Source: an optimization exercise on an open RTL-to-GDS flow (aim: small area, a short achievable clock period and few clock cycles). Production flows keep margins and buffers that such runs may drop. For this run, only the layout was checked, not whether the RTL still works.

## config.mk

```make
export PLATFORM = sky130hd
export DESIGN_NAME = reel_block_tx
export DESIGN_NICKNAME = reel_block_tx
export VERILOG_FILES = /design/flow/design.v
export SDC_FILE = /design/flow/constraint.sdc
export NUM_CORES = 4
export LEC_CHECK = 0
export CAP_MARGIN = 20
export CORE_MARGIN = 2
export CORE_UTILIZATION = 40
export SLEW_MARGIN = 20
```

## design.v

```verilog
module rs_enc2 (
  input  wire        clk,
  input  wire        en,       
  input  wire        first,    
  input  wire        enc,      
  input  wire [9:0]  d_hi,     
  input  wire [9:0]  d_lo,     
  output wire [9:0]  p_hi,     
  output wire [9:0]  p_lo      
);
  function [9:0] gf_mul(input [9:0] a, input [9:0] b);
    integer i;
    reg [9:0] r;
    begin
      r = 10'd0;
      for (i = 9; i >= 0; i = i - 1) begin
        r = {r[8:0], 1'b0} ^ (r[9] ? 10'h009 : 10'h000);
        if (b[i]) r = r ^ a;
      end
      gf_mul = r;
    end
  endfunction
  function [9:0] gcoef(input integer i);
    begin
      case (i)
        0: gcoef = 10'h2b0;  1: gcoef = 10'h1ee;  2: gcoef = 10'h298;  3: gcoef = 10'h1eb;
        4: gcoef = 10'h279;  5: gcoef = 10'h288;  6: gcoef = 10'h184;  7: gcoef = 10'h2e5;
        8: gcoef = 10'h26e;  9: gcoef = 10'h1b5; 10: gcoef = 10'h1a7; 11: gcoef = 10'h0bf;
       12: gcoef = 10'h2f0; 13: gcoef = 10'h0a7; 14: gcoef = 10'h15c; 15: gcoef = 10'h2f6;
       16: gcoef = 10'h1bb; 17: gcoef = 10'h362; 18: gcoef = 10'h163; 19: gcoef = 10'h135;
       20: gcoef = 10'h384; 21: gcoef = 10'h06c; 22: gcoef = 10'h0a8; 23: gcoef = 10'h066;
       24: gcoef = 10'h0a5; 25: gcoef = 10'h139; 26: gcoef = 10'h196; 27: gcoef = 10'h3e9;
       28: gcoef = 10'h379; 29: gcoef = 10'h2f5; 30: gcoef = 10'h186; 31: gcoef = 10'h338;
       32: gcoef = 10'h2ae; 33: gcoef = 10'h0e8; 34: gcoef = 10'h0f8; 35: gcoef = 10'h1d3;
       36: gcoef = 10'h362; 37: gcoef = 10'h2d0; 38: gcoef = 10'h157; 39: gcoef = 10'h066;
       40: gcoef = 10'h1e3; 41: gcoef = 10'h26b; 42: gcoef = 10'h172; 43: gcoef = 10'h19f;
       44: gcoef = 10'h1e8; 45: gcoef = 10'h075; 46: gcoef = 10'h02c; 47: gcoef = 10'h0c0;
       default: gcoef = 10'h000;
      endcase
    end
  endfunction
  reg [9:0] par [0:47];
  reg [9:0] base [0:47];
  reg [9:0] mid  [0:47];
  reg [9:0] nxt  [0:47];
  reg [9:0] fb0, fb1;
  integer i;
  always @* begin
    for (i = 0; i < 48; i = i + 1)
      base[i] = first ? 10'd0 : par[i];
    fb0 = d_hi ^ base[47];
    for (i = 0; i < 48; i = i + 1)
      mid[i] = (i == 0 ? 10'd0 : base[i-1]) ^ gf_mul(gcoef(i), fb0);
    fb1 = d_lo ^ mid[47];
    for (i = 0; i < 48; i = i + 1)
      nxt[i] = (i == 0 ? 10'd0 : mid[i-1]) ^ gf_mul(gcoef(i), fb1);
    if (!enc)
      for (i = 0; i < 48; i = i + 1)
        nxt[i] = (i < 2) ? 10'd0 : par[i-2];
  end
  always @(posedge clk) begin
    if (en)
      for (i = 0; i < 48; i = i + 1)
        par[i] <= nxt[i];
  end
  assign p_hi = par[47];
  assign p_lo = par[46];
endmodule
module reel_block_tx (
  input  wire        clk,
  input  wire        rst,
  input  wire [4:0]  blk_init,
  input  wire [7:0]  seq_init,
  input  wire [39:0] in_data,
  input  wire        in_valid,
  output wire        in_ready,
  output reg  [39:0] out_data,
  output reg         out_valid,
  output reg         out_sob,
  input  wire        out_ready
);
  localparam [47:0] CLAPPER  = 48'hF3A6_0C59_D21E;
  localparam [57:0] SCR_INIT = 58'h2C5_9A37_E1D0_64BB;
  function [15:0] crc16_64(input [63:0] bits);
    integer i;
    reg [15:0] c;
    reg        fb;
    begin
      c = 16'hFFFF;
      for (i = 63; i >= 0; i = i - 1) begin
        fb = c[15] ^ bits[i];
        c  = {c[14:0], 1'b0} ^ (fb ? 16'h1021 : 16'h0000);
      end
      crc16_64 = c;
    end
  endfunction
  function [97:0] scramble40(input [57:0] s_in);
    integer i;
    reg [57:0] s;
    reg [39:0] ks;
    reg        f;
    begin
      s = s_in;
      for (i = 39; i >= 0; i = i - 1) begin
        f     = s[57] ^ s[38];
        ks[i] = f;
        s     = {s[56:0], f};
      end
      scramble40 = {s, ks};
    end
  endfunction
  reg [8:0]  word;      
  reg [4:0]  blk;
  reg [7:0]  seq;
  reg [57:0] scr;
  wire is_hdr  = (word < 9'd2);
  wire is_data = (word >= 9'd2) && (word < 9'd424);
  wire is_par  = (word >= 9'd424);
  wire last    = (word == 9'd447);
  wire adv  = !out_valid || out_ready;
  wire step = adv && (!is_data || in_valid);
  assign in_ready = adv && is_data;
  wire [63:0] hdr_bits = {CLAPPER, 3'b000, blk, seq};
  wire [15:0] hdr_crc  = crc16_64(hdr_bits);
  wire [9:0] pa_hi, pa_lo, pb_hi, pb_lo;
  reg [39:0] plain;
  always @* begin
    if (word == 9'd0)
      plain = CLAPPER[47:8];
    else if (word == 9'd1)
      plain = {CLAPPER[7:0], 3'b000, blk, seq, hdr_crc};
    else if (is_data)
      plain = in_data;
    else
      plain = {pa_hi, pb_hi, pa_lo, pb_lo};
  end
  wire [57:0] scr_base = (word == 9'd2) ? SCR_INIT : scr;
  wire [97:0] scr_out  = scramble40(scr_base);
  wire [39:0] line     = is_hdr ? plain : (plain ^ scr_out[39:0]);
  rs_enc2 u_rs_a (
    .clk(clk), .en(step), .first(word == 9'd0), .enc(!is_par),
    .d_hi(plain[39:30]), .d_lo(plain[19:10]),
    .p_hi(pa_hi), .p_lo(pa_lo)
  );
  rs_enc2 u_rs_b (
    .clk(clk), .en(step), .first(word == 9'd0), .enc(!is_par),
    .d_hi(plain[29:20]), .d_lo(plain[9:0]),
    .p_hi(pb_hi), .p_lo(pb_lo)
  );
  always @(posedge clk) begin
    if (rst) begin
      word      <= 9'd0;
      blk       <= blk_init;
      seq       <= seq_init;
      out_valid <= 1'b0;
      out_sob   <= 1'b0;
    end else if (adv) begin
      out_valid <= step;
      if (step) begin
        out_data <= line;
        out_sob  <= (word == 9'd0);
        if (!is_hdr)
          scr <= scr_out[97:40];
        if (last) begin
          word <= 9'd0;
          blk  <= blk + 5'd1;
          if (blk == 5'd31)
            seq <= seq + 8'd1;
        end else begin
          word <= word + 9'd1;
        end
      end
    end
  end
endmodule
```

## constraint.sdc

```tcl
create_clock -name core_clock -period 7.5 [get_ports {clk}]
set_input_delay 1.5000 -clock core_clock [delete_from_list [all_inputs] [get_ports {clk}]]
set_output_delay 1.5000 -clock core_clock [all_outputs]
set_load 0.01 [all_outputs]
```

## run.sh

```bash
#!/bin/bash
# synth_recipe.tcl (not shown) runs the flow's synth.tcl, then flattens the netlist and writes it again
# the make line also repeats each setting of config.mk as NAME=value (left out here)
make -C /OpenROAD-flow-scripts/flow DESIGN_CONFIG=/design/flow/config.mk WORK_HOME=/design/flow/orfs CLKGATE_MAP_FILE= SYNTH_SCRIPT=/design/flow/synth_recipe.tcl finish
```

==> notes.md <==
cells by family after synthesis:
| kind of cell | share of synthesized area (%) |
|---|---|
| AO/OA/AOI/OAI | 4.60 |
| flip-flops | 40.1 |
| multiplexers | 1.88 |
| AND/OR/NAND/NOR | 7.51 |
| adder cells (fa/ha/maj) | 0.109 |
| buffers and inverters | 2.12 |
| XOR/XNOR | 43.6 |
final timing paths:
| kind | to | depth (start not counted) |
|---|---|---|
| hold reg to reg | out_sob | 2 |
| hold / removal | out_sob | 2 |
| setup reg to reg | u_rs_b.par[34][3] | 18 |
| setup / recovery | u_rs_b.par[34][3] | 18 |
area by class of cell:
type,instances,area (sq um)
flip-flops and latches,1082,32400
clock buffers,176,3800
inverters,20,78.8
multi-input cells,5808,47500
diodes,7,17.5
fillers,18565,106000
repair buffers,792,6520
clock inverters,70,696
well taps,2656,3320
worst min-delay path: cells and delay by family, from the launching register on:
| kind | cells | cell delay, ns |
|---|---|---|
| AOI/OAI and AO/OA | 1 | 0.05 |
| DFF | 1 | 0.33 |
| and+or+nand+nor | 1 | 0.06 |
placed cells by master, fill, tap and decap left out, types with 31 or more instances in the layout:
cell type        Yosys  final
a21oi_1             71     66
xnor2_1           2753   2704
xnor2_4             14     32
clkdlybuf4s50_1      0     99
o21a_1             127    127
xnor2_2             82    113
nor3_1              61     60
nand2_1            576    572
nor2_1             323    317
mux2i_1             71     70
xor2_1             798    786
edfxtp_1          1071   1071
mux2_2              56     56
xor2_2              37     47
buf_4               25    663
nand3_1            257    256
a31oi_1             32     31
clkbuf_16            0    146
xnor3_1             56     56
o21ai_0            140    138
through the flow:
stage                     std cells  TNS (ns)
after global routing          10605         0
after global placement        10350         0
after detailed placement      10355         0
after floorplan                7280  -8891.33
after CTS                     10601         0
final                         10611         0
sequential cells by signal, summed over array words and instances, names as in the netlist:
| name | cells |
|---|---|
| blk | 5 |
| out_data | 40 |
| out_sob | 1 |
| out_valid | 1 |
| scr | 58 |
| seq | 8 |
| u_rs_a.par | 480 |
| u_rs_b.par | 480 |
| word | 9 |
layer usage:
metal | track usage [%] | up-vias | part of all wire, % | wire [um]
met1 | 57.1 | 31501 | 40 | 174000
met4 | 19.6 | 24 | 5.7 | 24500
met5 | 0 | - | 0.039 | 170
li1 | - | 25365 | - | -
met2 | 56.1 | 5167 | 39 | 170000
met3 | 16.0 | 982 | 15 | 64400
==> notes.md <==
synth warn=6; Clock Tree Buf Depth=3; CTS clk-pin slew, worst paths=0.06 ns; clock skew=roughly 0.024 ns; vias in the first global route=between 50,000 and 60,000; RSZ-0062 raised after global routing=no; Post-synth top flop=edfxtp_1; root buf cell=clkbuf_16; Final Max Tran Viols=0; WL/cell=40.9 um; synthesized net count=7,344; CP peak stage delay=slightly below 0.8 ns; GR Overflow Total=0; CP required=about 8.1 ns; Synth Instances=7,280; min-delay worst type=reg2reg; final std cell area, no fill=around 94,000 sq um; starting density of the core=about two fifths; I/O pin total=100; cts bufs inserted=140; post-synthesis async set-or-reset flop share=0%; Netlist cell types=103; Cell Chain, Critical Path=inv_1 -> ha_1 -> or4b_1 -> nor2_4 -> buf_4 -> a31oi_1 -> nor4_1 -> a221oi_2 -> buf_4 -> xnor2_1 -> mux2_2 -> buf_4 -> xnor2_1 -> xnor2_1 -> xnor2_1 -> xnor2_1 -> buf_4 -> mux2_2; CP Launch Type=flip-flop; DIE AREA=between 200,000 and 250,000 sq um; Slew @ Worst Pin=1.31 ns; top cells by area, synth=edfxtp_1, xnor2_1, xor2_1; sequential area share after synthesis=between 40% and 50%; register bit total from synthesis=1,082; hold_sp=out_sob; utilization after layout=between 40% and 50%; Mapped Area=80,700 sq um; status=complete, no violations; Tmin final=7.13 ns; synth-to-layout area growth=16.9%; H-tree depth=4; worst-skew pair later-pin latency=0.83 ns; post-CTS setup buffers=0; pin count of the biggest net entering global routing=139; I/O Buffers=just under 100; number of synthesized flops with an enable pin=~1,100; DRC viols=0; r2r setup slk=around 0.37 ns; Fin Hold WS=around 0.50 ns; most frequent cells after synthesis=xnor2_1, edfxtp_1, xor2_1; Antenna Nets Post-Route=0; final worst setup slack=0.367 ns; WS Path Type=reg2reg; Final Hold Viols=0; dpl cell area=89,700 sq um; Tot GR Track Use=41.4%; Max-Cap Viols=0; maximum clock frequency=0.140 GHz; Die Y=453 um; Max Fanout on Critical Path=18; Buf/Inv on CP=5; start point of the critical path=word[1]; Yosys top cell area share=39.9%; Syn Area/Cell=approximately 11 sq um; family with the most delay on the worst path=XOR/XNOR gates; crit path DAT=7.71 ns; clock sinks=1,082; HPWL Detailed=between 300,000 and 400,000 um; most frequent CP cell=xnor2_1; most common cell in the synthesized netlist=xnor2_1; setup violators final=0; Core Box Area=200,000 sq um; antenna violations before repair=26; fin crit share=95.1%; largest area contributor in the netlist=edfxtp_1; routability cong.=1.09; CTS Hold Bufs=0; reg2reg start=word[1]; global-route wire length before repair=561,000 um; Slowest-stage cell, CP=xnor2_1; Die Wd=453 um; relative slew slack=between 10% and 20%; cell row count=164; Via density=5.94; DRT Pass-1 Iters=6; fin nets=7,908; Starting DRT DRC Count=11,746; layout cells sized above 1=15.6%; CTS tree=yes; final wirelength=roughly 430,000 um; crit end category=flip-flop; post-cts resize count=0; DR vias=63,039; pre-CTS setup slack=0.253 ns

==> afterwards: timing with drivers on the ports <==
No port has a modelled driver above. Below, the same layout with a new extraction and two added sets of constraints. Step 1 assumes that a clkbuf_16 drives the clock port and a buf_2 every other input. Step 2 also shifts input and output timing later by t, the mid clock arrival at the registers, as if the neighbouring blocks saw the same clock. Three values: ideal ports, drivers, drivers and shift; two values: the first two.
shift t [ns]: 0.903
slack for setup (ns): 0.367 / 0.367 / 0.032
pins driven straight from the clock port: 1
After both steps this run still meets setup and hold. For this run, drivers alone change the setup slack by 0.000 ns; drivers and shift together by -0.335 ns.
